Background: an optimization exercise with open tools, aiming at small area. Do not read the settings as production practice.
No functional check of the RTL was part of this run.
Power and IR drop assume default switching activity.

[run.sh]
#!/bin/bash
# synth_recipe.tcl (not shown) runs the flow's synth.tcl, then flattens the netlist and writes it again
# the make line also repeats each setting of config.mk as NAME=value (left out here)
make -C /OpenROAD-flow-scripts/flow DESIGN_CONFIG=/design/flow/config.mk WORK_HOME=/design/flow/orfs CLKGATE_MAP_FILE= SYNTH_SCRIPT=/design/flow/synth_recipe.tcl finish
[config.mk]
export PLATFORM = sky130hd
export DESIGN_NAME = dz_coarse_chain
export DESIGN_NICKNAME = dz_coarse_chain
export VERILOG_FILES = /design/flow/design.v
export SDC_FILE = /design/flow/constraint.sdc
export NUM_CORES = 4
export LEC_CHECK = 0
export CAP_MARGIN = 20
export CORE_MARGIN = 2
export CORE_UTILIZATION = 40
export SLEW_MARGIN = 20
[constraint.sdc]
create_clock -name core_clock -period 14.0 [get_ports {clk}]
set_input_delay 2.8000 -clock core_clock [delete_from_list [all_inputs] [get_ports {clk}]]
set_output_delay 2.8000 -clock core_clock [all_outputs]
set_load 0.01 [all_outputs]
[design.v]
module dz_round_sat (
    input  wire [48:0] v,
    input  wire [4:0]  sh,
    input  wire        w16,
    output wire [23:0] y,
    output wire        clamped
);
    wire [49:0] u  = $signed({v, 1'b0}) >>> sh;
    wire [48:0] q  = u[49:1];
    wire        rb = u[0];
    reg sticky;
    integer i;
    always @* begin
        sticky = 1'b0;
        for (i = 0; i < 30; i = i + 1)
            if (i + 2 <= sh && v[i])
                sticky = 1'b1;
    end
    wire [48:0] r = q + {48'd0, rb & (sticky | q[0])};
    wire hi24_same = (&r[48:23]) | ~(|r[48:23]);
    wire hi16_same = (&r[48:15]) | ~(|r[48:15]);
    wire ovf = w16 ? ~hi16_same : ~hi24_same;
    wire [23:0] sat24 = r[48] ? 24'h800000 : 24'h7fffff;
    wire [23:0] sat16 = r[48] ? 24'h008000 : 24'h007fff;
    assign clamped = ovf;
    assign y = !ovf ? r[23:0] : (w16 ? sat16 : sat24);
endmodule
module dz_coarse_chain (
    input  wire        clk,
    input  wire        rst_n,
    input  wire        start,
    input  wire        stop,
    input  wire [2:0]  cfg_order,
    input  wire [6:0]  cfg_ratio_m1,
    input  wire [4:0]  cfg_taps_m1,
    input  wire [4:0]  cfg_sh_cic,
    input  wire [4:0]  cfg_sh_comp,
    input  wire [4:0]  cfg_sh_fast,
    input  wire        coef_we,
    input  wire [4:0]  coef_addr,
    input  wire [19:0] coef_data,
    input  wire        pdm_valid,
    input  wire        pdm_bit,
    output reg         running,
    output reg         cfg_err,
    output reg         out_valid,
    output wire [23:0] out_main,
    output wire [1:0]  out_main_sat,
    output wire [15:0] out_fast,
    output wire        out_fast_valid,
    output wire        out_fast_sat
);
    integer i;
    wire cfg_ok   = (cfg_order >= 3'd3) && (cfg_order <= 3'd5) && (cfg_ratio_m1 >= 7'd7);
    wire do_start = start && !running;
    wire go       = do_start && cfg_ok;
    wire accept   = pdm_valid && running && !stop;
    always @(posedge clk) begin
        if (!rst_n) begin
            running <= 1'b0;
            cfg_err <= 1'b0;
        end else if (do_start) begin
            running <= cfg_ok;
            cfg_err <= !cfg_ok;
        end else if (stop) begin
            running <= 1'b0;
        end
    end
    reg [4:0] cnt;      
    reg [2:0] ip;       
    always @(posedge clk) begin
        if (!rst_n) begin
            cnt <= 5'd0;
            ip  <= 3'd0;
        end else begin
            cnt <= cnt + 5'd1;
            ip  <= (ip >= 3'd4) ? 3'd0 : ip + 3'd1;
        end
    end
    reg [6:0] bit_cnt;
    reg       pair_phase;
    reg       pend, pbit, pbnd, pwbnd;
    always @(posedge clk) begin
        if (!rst_n) begin
            bit_cnt    <= 7'd0;
            pair_phase <= 1'b0;
        end else if (go) begin
            bit_cnt    <= 7'd0;
            pair_phase <= 1'b0;
        end else if (accept) begin
            if (bit_cnt == cfg_ratio_m1) begin
                bit_cnt    <= 7'd0;
                pair_phase <= !pair_phase;
            end else begin
                bit_cnt <= bit_cnt + 7'd1;
            end
        end
    end
    reg [184:0] irf;
    wire [36:0] ir4 = irf[184:148];
    wire [36:0] ir0 = irf[36:0];
    reg sw, swb, swwb;      
    reg clrp, clr;          
    wire swk1    = (ip == 3'd0) && pend;
    wire swon    = swk1 || sw;
    wire clr_now = ((ip == 3'd0) && clrp) || clr;
    wire [36:0] ir4m = clr_now ? 37'd0 : ir4;
    wire [36:0] iop  = !swon ? 37'd0 : (swk1 ? {37{~pbit}} : ir0);
    wire        icin = swk1 & pbit;
    wire [37:0] isum = {ir4m, 1'b1} + {iop, icin};
    always @(posedge clk) begin
        irf <= {irf[147:0], isum[37:1]};
    end
    always @(posedge clk) begin
        if (!rst_n) begin
            pend <= 1'b0;
            sw   <= 1'b0;
            clrp <= 1'b0;
            clr  <= 1'b0;
        end else begin
            if (accept) begin
                pend  <= 1'b1;
                pbit  <= pdm_bit;
                pbnd  <= (bit_cnt == cfg_ratio_m1);
                pwbnd <= (bit_cnt == cfg_ratio_m1) && pair_phase;
            end else if (swk1) begin
                pend <= 1'b0;
            end
            if (swk1) begin
                sw   <= 1'b1;
                swb  <= pbnd;
                swwb <= pwbnd;
            end else if (ip >= 3'd4) begin
                sw <= 1'b0;
            end
            if (go)
                clrp <= 1'b1;
            else if (ip == 3'd0)
                clrp <= 1'b0;
            if ((ip == 3'd0) && clrp)
                clr <= 1'b1;
            else if (ip >= 3'd4)
                clr <= 1'b0;
        end
    end
    reg [184:0] drf;
    wire [36:0] dr4 = drf[184:148];
    reg  [36:0] cc;         
    reg  [2:0]  ck;         
    reg         cv;         
    wire        cstep = (ck != 3'd0);
    wire [36:0] ca    = (ck == 3'd1) ? ir0 : cc;
    wire [36:0] cdif  = ca - dr4;
    wire [36:0] dnew  = clr_now ? 37'd0 : (cstep ? ca : dr4);
    always @(posedge clk) begin
        drf <= {drf[147:0], dnew};
        if (cstep)
            cc <= cdif;
    end
    reg  [17:0] fe1, fe2, fraw;
    reg         fp;         
    wire        fast_go = sw && (ip == 3'd2) && swwb;
    wire [17:0] fg  = ir0[17:0];
    wire [17:0] fd1 = fg - fe1;
    wire [17:0] fd2 = fd1 - fe2;
    always @(posedge clk) begin
        if (go) begin
            fe1 <= 18'd0;
            fe2 <= 18'd0;
        end else if (fast_go) begin
            fe1  <= fg;
            fe2  <= fd1;
            fraw <= fd2;
        end
    end
    reg  [48:0] acc;
    reg  [23:0] xq;         
    reg         xq_v, xq_c, xq_odd;
    reg         xpar;       
    wire use_comp = out_valid;
    wire use_cic  = !out_valid && cv && !xq_v;
    wire use_fast = !out_valid && !use_cic && fp;
    wire [48:0] ru_v  = use_comp ? acc :
                        use_cic  ? {{12{cc[36]}}, cc} :
                                   {{31{fraw[17]}}, fraw};
    wire [4:0]  ru_sh = use_comp ? cfg_sh_comp : (use_cic ? cfg_sh_cic : cfg_sh_fast);
    wire        ru_w16 = !use_comp && !use_cic;
    wire [23:0] ru_y;
    wire        ru_c;
    dz_round_sat u_rs (
        .v       (ru_v),
        .sh      (ru_sh),
        .w16     (ru_w16),
        .y       (ru_y),
        .clamped (ru_c)
    );
    reg        fast_first;
    reg [15:0] fast_hold;
    reg        fast_val_h, fast_sat_h;
    always @(posedge clk) begin
        if (!rst_n) begin
            ck <= 3'd0;
            cv <= 1'b0;
            fp <= 1'b0;
        end else begin
            if (cstep)
                ck <= (ck == cfg_order) ? 3'd0 : ck + 3'd1;
            else if (sw && swb && (ip == cfg_order - 3'd1))
                ck <= 3'd1;
            if (cstep && (ck == cfg_order))
                cv <= 1'b1;
            else if (use_cic)
                cv <= 1'b0;
            if (fast_go)
                fp <= 1'b1;
            else if (use_fast)
                fp <= 1'b0;
        end
    end
    always @(posedge clk) begin
        if (!rst_n) begin
            fast_first <= 1'b1;
        end else if (go) begin
            fast_first <= 1'b1;
        end else if (use_fast) begin
            fast_first <= 1'b0;
        end
        if (use_fast) begin
            fast_hold  <= fast_first ? 16'd0 : ru_y[15:0];
            fast_sat_h <= fast_first ? 1'b0 : ru_c;
            fast_val_h <= !fast_first;
        end
    end
    reg  [639:0] cwf;
    wire [4:0]   wslot = cnt - coef_addr;
    reg  [639:0] cw_n;
    always @* begin
        for (i = 0; i < 32; i = i + 1)
            cw_n[20*i +: 20] = (coef_we && wslot == i) ? coef_data :
                               cwf[20*((i + 31) % 32) +: 20];
    end
    always @(posedge clk)
        cwf <= cw_n;
    wire [19:0] coef_cur = cwf[639:620];
    reg  [767:0] xrf;
    reg  [23:0]  xe;
    reg          ins_frame;     
    reg          p1, p2;        
    wire [23:0]  xr31 = xrf[767:744];
    wire         f0   = (cnt == 5'd0);
    wire [23:0]  xin  = ins_frame ? (f0 ? xq : xe) : xr31;
    always @(posedge clk) begin
        xrf <= {xrf[743:0], xin};
        xe  <= xr31;
    end
    wire xq_v_n   = use_cic ? 1'b1 : xq_v;
    wire xq_odd_n = use_cic ? xpar : xq_odd;
    reg       sat_e;
    reg [1:0] pair_sat;
    reg [3:0] nidx;             
    always @(posedge clk) begin
        if (!rst_n) begin
            ins_frame <= 1'b0;
            p1        <= 1'b0;
            p2        <= 1'b0;
            xq_v      <= 1'b0;
            out_valid <= 1'b0;
        end else begin
            if (cnt == 5'd31) begin
                ins_frame <= !p1 && xq_v_n;
                p1        <= !p1 && xq_v_n && xq_odd_n;
                p2        <= p1;
            end
            if (use_cic)
                xq_v <= 1'b1;
            else if (f0 && ins_frame)
                xq_v <= 1'b0;
            out_valid <= (cnt == 5'd31) && p2;
        end
    end
    always @(posedge clk) begin
        if (go) begin
            xpar <= 1'b0;
            nidx <= 4'd0;
        end else begin
            if (use_cic)
                xpar <= !xpar;
            if ((cnt == 5'd31) && p2 && (nidx != 4'd15))
                nidx <= nidx + 4'd1;
        end
        if (use_cic) begin
            xq     <= ru_y;
            xq_c   <= ru_c;
            xq_odd <= xpar;
        end
        if (f0 && ins_frame) begin
            if (xq_odd)
                pair_sat <= {1'b0, sat_e} + {1'b0, xq_c};
            else
                sat_e <= xq_c;
        end
    end
    wire        kval = (cnt <= cfg_taps_m1) && (cnt <= {nidx, 1'b1});
    wire [10:0] dg   = p1 ? {coef_cur[19], coef_cur[19:10]} : {1'b0, coef_cur[9:0]};
    wire [10:0] dgm  = kval ? dg : 11'd0;
    wire signed [34:0] pp = $signed(xin) * $signed(dgm);
    wire [48:0] abase = !f0 ? acc : (p2 ? {acc[38:0], 10'd0} : 49'd0);
    always @(posedge clk) begin
        if (p1 || p2)
            acc <= abase + {{14{pp[34]}}, pp};
    end
    assign out_main       = ru_y;
    assign out_main_sat   = pair_sat + {1'b0, ru_c};
    assign out_fast       = fast_hold;
    assign out_fast_valid = fast_val_h;
    assign out_fast_sat   = fast_sat_h;
endmodule
==> summary.txt <==
GRT
  • Initial antenna violation count: 3
  • Pin count of the biggest net entering global routing: 66
  • First-pass GRT wire length: about 290 mm
  • GRT overflow: 0
  • GRT Overall Usage: between 10% and 20%
  • Via count of the first global-routing pass: 49500

Drt
  • Initial detailed-routing violation count: 3038
  • Routed wire length: about 190 mm
  • First-pass DRT Iterations: 6
  • Vias per cell: 4.97
  • Number of remaining DRC errors: 0
  • Avg WL per Cell: approximately 19 um
  • Antenna-violating nets left: 0
  • Vias post-DR: between 40000 and 50000

Power and ir drop
  • Clock share of power: between 30% and 40%
  • P_int: 11.6 mW
  • Power Total: between 15 and 20 mW
  • Sw Ratio: between 20% and 30%
  • VDD IR max: 129 uV
  • Pwr/cell area: between 150 and 200 nW/um2
  • Leak: 37.8 nW
  • Logic gate share of total power: about 18%
  • Reg power frac: between 40% and 50%
  • Switching pwr: about 4 mW

Timing
  • Fmax: around 0.074 GHz
  • Final Hold Fails: 0
  • Final setup fails: 0
  • Minimum clock period: between 10000 and 15000 ps
  • Final worst path period share: between 90% and 100%
  • Normalized max-slew margin: between 20% and 30%
  • Pins over their slew limit: 0
  • Unrepaired setup endpoints after global routing: yes
  • Worst slew pin tran: 1080 ps
  • TNS Setup: 0 ps
  • Worst Skew: roughly 61 ps
  • Final setup margin: around 480 ps

Yosys
  • Mean Syn Cell Area: 11.4 um2
  • #FFs+latches synth: about 2000
  • Sequential area share after synthesis: between 50% and 60%
  • Main synth FF type: dfxtp_1
  • Gate Count Post-Synth: between 6000 and 7000
  • Synth area leaders: dfxtp_1, mux2_2, fa_1
  • Number of flops mapped to enable cells by yosys: around 160
  • Syn_nets: around 7400
  • Yosys warning count: 2
  • Synth top area share: about half
  • Synthesized cell area: 78300 um2
  • Distinct cells, synth: 114
  • Largest area contributor in the netlist: dfxtp_1
  • Ys async rst share: 0%

Critical path
  • Bufs and invs on worst path: 7
  • CP Max Fanout: 17
  • Worst EP arrival: roughly 11000 ps
  • Critical path depth in cells: 27
  • R2R depth: 44
  • CP max stage delay: 670 ps
  • R2R Path End: acc[48]$_DFFE_PP_
  • Worst EP required: 11200 ps
  • Worst R2R Start: cnt[0]$_SDFF_PN0_
  • Crit start category: primary input
  • Setup slack, reg-to-reg: ~2200 ps
  • Critical path capture point: out_main[18]
  • Worst setup EP type: output pin
  • CP delay by family, top: simple AND/OR/NAND/NOR gates
  • Setup CP Type: in -> out
  • Cell mode on critical path: buf_4
  • Cell with the largest stage delay on the worst path: clkdlybuf4s50_1
  • Crit path launch: cfg_sh_fast[1]

Clock tree
  • Number of H-tree levels: 4
  • Clock latency on the worst-skew pair: about 850 ps
  • Post-CTS Resized: 0
  • CTS sink count: about 2000
  • Hold_buf cts: 0
  • Post-CTS Setup Bufs: 0
  • Clock Path Buffers: 3
  • Worst-path clk slew: about 60 ps
  • CTS buffer count: ~200
  • Clk root buf: clkbuf_16
  • TritonCTS clock tree: done

Layout
  • Non-filler instance count after layout: around 10000
  • FILL cells: roughly 18000
  • Synthesis-to-finish area growth: 15.3%
  • Area of the multi-input gates: roughly 33000 um2
  • Most common cell after layout, fill and taps aside: dfxtp_1
  • Final core occ: 46.4%
  • FF/Latch Area: 42200 um2
  • Net count, final: ~7700
  • Most frequent cells in the layout: dfxtp_1, mux2_2, nor2_1, nand2_1, inv_1
  • Share of layout cells above drive strength 1: roughly 19%

Die
  • IO Count: between 100 and 150
  • Row cnt: roughly 160
  • Die extent in x: 446 um
  • Initial core utilization: about two fifths
  • Die area: between 150000 and 200000 um2
  • Die Ht: about 450 um
  • Core Region: just under 200000 um2

Run
  • Max-cap viol count: 0

Placed design
  • Worst slack at placement: -66.7 ps
  • I/O Buffers: 108
  • Post-DP HPWL: between 100 and 150 mm
  • GPL Wtd Cong: about 0.94
  • Placed insts: around 9500

Run status
  • Outcome: complete, no violations

Hold path
  • Hold crit path type: reg -> reg
  • Min-Delay Path Depth: 0
==> synthesized netlist by cell type (17+ instances only) <==
| library cell | instances |
|---|---|
| a211oi_1 | 73 |
| a21o_1 | 75 |
| a21oi_1 | 284 |
| a221oi_1 | 18 |
| a22oi_1 | 21 |
| a31oi_1 | 33 |
| and2_1 | 107 |
| and3_1 | 41 |
| buf_1 | 69 |
| buf_2 | 22 |
| buf_4 | 18 |
| buf_6 | 28 |
| clkbuf_1 | 183 |
| dfxtp_1 | 1877 |
| edfxtp_1 | 155 |
| fa_1 | 240 |
| ha_1 | 254 |
| inv_1 | 454 |
| mux2_2 | 691 |
| mux2i_1 | 81 |
| nand2_1 | 485 |
| nand2b_1 | 66 |
| nand3_1 | 113 |
| nand4_1 | 21 |
| nor2_1 | 513 |
| nor2b_1 | 44 |
| nor3_1 | 66 |
| o211ai_1 | 27 |
| o21a_1 | 35 |
| o21ai_0 | 175 |
| o21ai_1 | 17 |
| o21bai_1 | 33 |
| or3_1 | 22 |
| xnor2_1 | 169 |
| xor2_1 | 69 |
==> power by group through the flow <==
stage | logic (mW) | registers [mW] | clock network, mW
detailed placement | 2.68 | 7.56 | 0
global route | 2.99 | 7.55 | 5.80
floorplan | 2.06 | 7.40 | 0
global placement | 2.65 | 7.55 | 0
finish | 2.72 | 7.44 | 5.41
CTS | 2.72 | 7.46 | 5.56
==> logic make-up after synthesis <==
logic type / count (synthesis) / share of synthesized area, %
adders and majority gates: 494 / 10.2
buffers and inverters: 794 / 4.33
AOI/OAI and AO/OA: 967 / 8.17
DFF: 2032 / 54.0
and+or+nand+nor: 1583 / 9.57
xor gates and xnor gates: 238 / 2.66
muxes: 778 / 11.1
==> worst register-to-register path, delay by kind of cell, from the launching register on <==
kind                     cells  cell delay [ps]
AO/OA/AOI/OAI               19             4350
XOR/XNOR                     2              320
adder cells (fa/ha/maj)      8             3420
buffers and inverters        7             1470
flip-flops                   1              340
multiplexers                 1              370
AND/OR/NAND/NOR              7             1380
==> registers in the layout (all words and copies together) (netlist names), 18 cells and up <==
signal,cells
cwf,640
drf,185
fraw,18
irf,185
xe,24
acc,49
xq,24
xrf,768
cc,37
fe2,18
fe1,18
==> per-layer routing <==
metal  part of all wire, %  GRT usage (%)  vias up  wire [um]
met5                     0              0        -          0
met4                   2.9           6.07        0       5390
met3                   4.6           3.00      277       8540
met2                    47           31.4     1094      88600
met1                    45           24.6    23900      84700
li1                      -              -    23800          -
==> layout make-up <==
type,instances,share of cell area [%]
clock buffers,281,6.39
well taps,2542,3.53
diodes,3,0.00832
clock inverters,79,1.26
multi-input cells,4060,36.3
repair buffers,419,3.82
inverters,465,1.93
flip-flops and latches,2032,46.8
==> metrics by stage <==
step                      area (um2)  hold WS, ps
final                          90200          278
after detailed placement       83300          312
after floorplan                78300          310
after global placement         83300          310
after CTS                      90200          278
after global routing           90200          286
==> worst min path at each step <==
stage	start	to
final	drf[50]$_DFF_P_	drf[87]$_DFF_P_
after global placement	xrf[583]$_DFF_P_	xrf[607]$_DFF_P_
after floorplan	drf[63]$_DFF_P_	drf[100]$_DFF_P_
after detailed placement	drf[17]$_SDFF_PP0_	drf[54]$_DFF_P_
after global routing	drf[50]$_DFF_P_	drf[87]$_DFF_P_
after CTS	drf[50]$_DFF_P_	drf[87]$_DFF_P_

static timing again, ports no longer ideal:
How much do the figures lean on ideal ports? The routed layout below was timed once more, with nothing changed but the port constraints.
Step 1 assumes that a clkbuf_16 drives the clock port and a buf_2 every other input.
Step 2 also shifts input and output timing later by t, the mid clock arrival at the registers, as if the neighbouring blocks saw the same clock.
a / b / c = ideal ports / drivers / drivers and shift; a / b = the first two.
t, ns: 0.899
setup WS [ns]: 0.478 / 0.425 / -0.004
cell pins on the clock port's net: 1
Met with ideal ports but missed after step 2: setup timing in this run. For this run, drivers alone change the setup slack by -0.053 ns; drivers and shift together by -0.482 ns.
